Background: an optimization exercise with open tools, aiming at small area, a short achievable clock period and few clock cycles per item. Do not read the settings as production practice.
Function was checked by simulation only, so behaviour that the tests miss may differ from the original.
No activity file was given, so power comes from the tool's default toggle rates.

Design cmp_coder, start of the top module:
module cmp_coder (
    input  wire        clk,
    input  wire        rst,
    input  wire        start,
    input  wire        cfg_cfa,
    input  wire [1:0]  cfg_depth,
    input  wire [14:0] cfg_height,
    output wire        busy,
    input  wire        in_valid,
    input  wire [15:0] in_data,
    output wire        in_ready,
    output wire        out_valid,
    output wire [31:0] out_data,
    input  wire        out_ready,
    output wire        blk_valid,
    output wire [18:0] blk_len,
    output wire [7:0]  blk_chk,
    output wire        blk_raw,
    output wire        blk_last
);
    integer i, j;
    reg        busy_r;        
    reg        idle_r;        
    reg        stall_r;       
    reg        rdy_r;         
    wire       adv = ~stall_r;
    wire       act = ~idle_r;
    reg        cfa;
    reg [1:0]  depth;
    reg [14:0] hm1;           
    wire [4:0]  bits = 5'd10 + {2'b00, depth, 1'b0};
    wire [15:0] mask = (depth == 2'd0) ? 16'h03FF :
                       (depth == 2'd1) ? 16'h0FFF :
                       (depth == 2'd2) ? 16'h3FFF : 16'hFFFF;
    wire [15:0] half = (depth == 2'd0) ? 16'h0200 :
                       (depth == 2'd1) ? 16'h0800 :
                       (depth == 2'd2) ? 16'h2000 : 16'h8000;
    always @(posedge clk) begin
        if (idle_r) begin
            cfa   <= cfg_cfa;
            depth <= cfg_depth;
            hm1   <= cfg_height - 15'd1;
        end
    end
    reg [15:0] in_r;
    reg        inv_r;
    assign in_ready = rdy_r;
    always @(posedge clk) begin
        if (adv)
            in_r <= in_data;
        if (rst)
            inv_r <= 1'b0;
        else if (adv)
            inv_r <= in_valid & (act | start);
    end
    reg [5:0]  x;
    reg [14:0] y;
    wire shift_in = inv_r & adv;
    always @(posedge clk) begin
        if (idle_r) begin
            x <= 6'd0;
            y <= 15'd0;
        end else if (shift_in) begin
            x <= x + 6'd1;
            if (x == 6'd63)
                y <= y + 15'd1;
        end
    end
    reg [15:0] hist [1:125];
    wire [15:0] pix = in_r & mask;
    always @(posedge clk) begin
        if (shift_in) begin
            hist[1] <= pix;
            for (i = 2; i <= 125; i = i + 1)
                hist[i] <= hist[i - 1];
        end
  ...
For scale: roughly 7100 cells after synthesis, about 3600 flip-flops, roughly 100 I/O pins, roughly 0.13 mm2 of cells after synthesis.
export LEC_CHECK = 0
export CAP_MARGIN = 20
export CORE_MARGIN = 2
export CORE_UTILIZATION = 55
export CTS_BUF_LIST = sky130_fd_sc_hd__clkbuf_16
export CTS_CLUSTER_DIAMETER = 100
export CTS_CLUSTER_SIZE = 25
export SLEW_MARGIN = 20
export TNS_END_PERCENT = 20
create_clock -name core_clock -period 11.0 [get_ports {clk}]
standard.sh (not shown) runs the stock make flow with config.mk's settings and CLKGATE_MAP_FILE= SYNTH_SCRIPT=/design/flow/synth_recipe.tcl, a recipe that flattens the netlist after the stock synthesis.
==> flow/flow/run.sh <==
#!/bin/bash
set -o pipefail
bash standard.sh SETUP_SLACK_MARGIN=7.45 finish > standard_flow.log 2>&1
The baseline went through all stages and came out clean.
Testbench counts at the start, summed over its fixed seeds: cycles 80,840, pixels 80,512.
Next try:
--- a/flow/config.mk
+++ b/flow/config.mk
@@ -8,8 +8,7 @@
 export CAP_MARGIN = 20
 export CORE_MARGIN = 2
-export CORE_UTILIZATION = 55
+export CORE_UTILIZATION = 65
 export CTS_BUF_LIST = sky130_fd_sc_hd__clkbuf_16
 export CTS_CLUSTER_DIAMETER = 100
 export CTS_CLUSTER_SIZE = 25
 export SLEW_MARGIN = 20
-export TNS_END_PERCENT = 20
Outcome: The new run completed without violations. Wire length drops by 0.74%. Via count goes up by 0.61%. Die area fell by 15%. Clock power fell by 3.1%. Fmax climbs by 2.3%. Global-route usage grows by 3.7 points. Clock-buffer cell count decreases by 4. Critical path depth increases by 14. Power decreases by 0.82%.
Next try:
--- a/flow/config.mk
+++ b/flow/config.mk
@@ -8,5 +8,5 @@
 export CAP_MARGIN = 20
 export CORE_MARGIN = 2
-export CORE_UTILIZATION = 65
+export CORE_UTILIZATION = 55
 export CTS_BUF_LIST = sky130_fd_sc_hd__clkbuf_16
 export CTS_CLUSTER_DIAMETER = 100
Worst setup slack loses 36 ps.
Total power rises by 0.95%.
Hold slack barely changes.
Design area increases by 0.65%.
Via count drops by 0.47%.
Next try:
==> flow/flow/run.sh (replaced) <==
#!/bin/bash
set -o pipefail
bash standard.sh SETUP_SLACK_MARGIN=7.6 finish > standard_flow.log 2>&1
What happened: Hold slack barely changes; final area came out higher by 0.92%; clock skew is about the same; cell count increases by 0.69%; total power increases by 0.66%; sequential share of layout area shrinks by 0.66 points; register-to-register slack barely changes; routed wire length rose by 1.4%; via count climbs by 0.79%; synthesized area stays the same.

Another version of the RTL of cmp_coder (not shown whole).
For scale: about 7300 cells after synthesis, about 3500 flip-flops, roughly 100 I/O pins, about 130000 sq um of cells after synthesis.
clock: 11.0 ns
lec_check: 0
cap_margin: 20
core_margin: 2
core_utilization: 40
slew_margin: 20
run.sh (not shown) runs the stock make flow with config.mk's settings and CLKGATE_MAP_FILE= SYNTH_SCRIPT=/design/flow/synth_recipe.tcl, a recipe that flattens the netlist after the stock synthesis.
Stock flow here: none of the scripts above is used.
The first run went through all stages and came out clean.
Testbench counts at the start, summed over its fixed seeds: cycles 80,808, pixels 80,512.
==> next run, changes <==
==> flow/flow/run.sh (new file) <==
#!/bin/bash
bash standard.sh SETUP_SLACK_MARGIN=7.5 finish > standard_flow.log 2>&1
==> flow/standard.sh (new file) <==
#!/bin/bash
# synth_recipe.tcl (not shown) runs the flow's synth.tcl, then flattens the netlist and writes it again
# the make line also repeats each setting of config.mk as NAME=value (left out here)
make -C /OpenROAD-flow-scripts/flow DESIGN_CONFIG=/design/flow/config.mk WORK_HOME=/design/flow/orfs CLKGATE_MAP_FILE= SYNTH_SCRIPT=/design/flow/synth_recipe.tcl "${@:-finish}"
removed: flow/run.sh
After rerunning: Setup slack gets better by 2.3 ns; core utilization came out higher by 2.2 points; power increases by a few percent.

Setup of umber:
cmp_coder, a different RTL version from the one above (not shown whole).
Size in the first run: roughly 7,400 cells after synthesis, about 3,600 flip-flops, roughly 100 I/O pins, ~130,000 um^2 of cells after synthesis.
==> flow/config.mk <==
export PLATFORM = sky130hd
export DESIGN_NAME = cmp_coder
export DESIGN_NICKNAME = cmp_coder
export VERILOG_FILES = /design/flow/design.v
export SDC_FILE = /design/flow/constraint.sdc
export NUM_CORES = 4
export LEC_CHECK = 0
export CAP_MARGIN = 20
export CORE_MARGIN = 2
export CORE_UTILIZATION = 65
export CTS_BUF_LIST = sky130_fd_sc_hd__clkbuf_16
export CTS_CLUSTER_DIAMETER = 80
export CTS_CLUSTER_SIZE = 20
export SLEW_MARGIN = 20
==> flow/constraint.sdc <==
create_clock -name core_clock -period 11.0 [get_ports {clk}]
set_input_delay 2.2000 -clock core_clock [delete_from_list [all_inputs] [get_ports {clk}]]
set_output_delay 2.2000 -clock core_clock [all_outputs]
set_load 0.01 [all_outputs]
standard.sh (not shown) runs the stock make flow with config.mk's settings and CLKGATE_MAP_FILE= SYNTH_SCRIPT=/design/flow/synth_recipe.tcl, a recipe that flattens the netlist after the stock synthesis.
==> flow/flow/run.sh <==
#!/bin/bash
set -o pipefail
bash standard.sh SETUP_SLACK_MARGIN=7.45 finish > standard_flow.log 2>&1
Testbench counts of umber, summed over its fixed seeds: cycles 80,840, pixels 80,512.
Modified inputs, nickel compared to umber
- a change of CTS_CLUSTER_DIAMETER from 80 to 100
- a change of CTS_CLUSTER_SIZE from 20 to 25
Notes after the runs:
Delta (nickel minus umber): final clock period utilization by the worst path lost 0.19 points, signal arrival time at the worst endpoint held steady, minimum clock period after layout dropped 0.021 ns.
Delta(clock network area share, nickel - umber) < 0
Against umber, nickel comes in 3.3% lower on power.

==> port drivers added, routing unchanged <==
No port has a modelled driver above. Below, the same layouts with a new extraction and two added sets of constraints.
Step 1: set_driving_cell puts a clkbuf_16 on clk and a buf_2 on each other input, an assumption about the parent block.
Step 2 also shifts input and output timing later by t, the mid clock arrival at the registers, as if the neighbouring blocks saw the same clock.
Three values: ideal, step 1, step 2; two values: the first two.
run | t, ns | setup slack, ns | clock arrival spread, ns | worst register clock-pin slew, ns
the first run of note 1 | 0.915 | 7.329 / 7.232 / 6.690 | 0.069 / 0.069 | 0.10 / 0.10
the second run of note 1 | 0.936 | 7.414 / 7.336 / 6.729 | 0.052 / 0.052 | 0.11 / 0.11
the third run of note 1 | 0.914 | 7.377 / 7.333 / 6.708 | 0.069 / 0.068 | 0.10 / 0.10
the fourth run of note 1 | 0.916 | 7.374 / 7.334 / 6.816 | 0.068 / 0.068 | 0.10 / 0.10
the first run of note 2 | 0.987 | 4.457 / 4.457 / 4.457 | 0.116 / 0.116 | 0.07 / 0.07
the second run of note 2 | 1.006 | 6.773 / 6.773 / 6.773 | 0.085 / 0.085 | 0.07 / 0.07
umber | 0.956 | 7.240 / 7.240 / 6.635 | 0.060 / 0.060 | 0.10 / 0.10
nickel | 0.955 | 7.260 / 7.260 / 6.647 | 0.049 / 0.048 | 0.11 / 0.11
After both steps setup and hold are still met in every run listed. The setup slack of the second run of note 1, which loses most, moves by -0.078 ns with the drivers and by -0.685 ns with both steps.
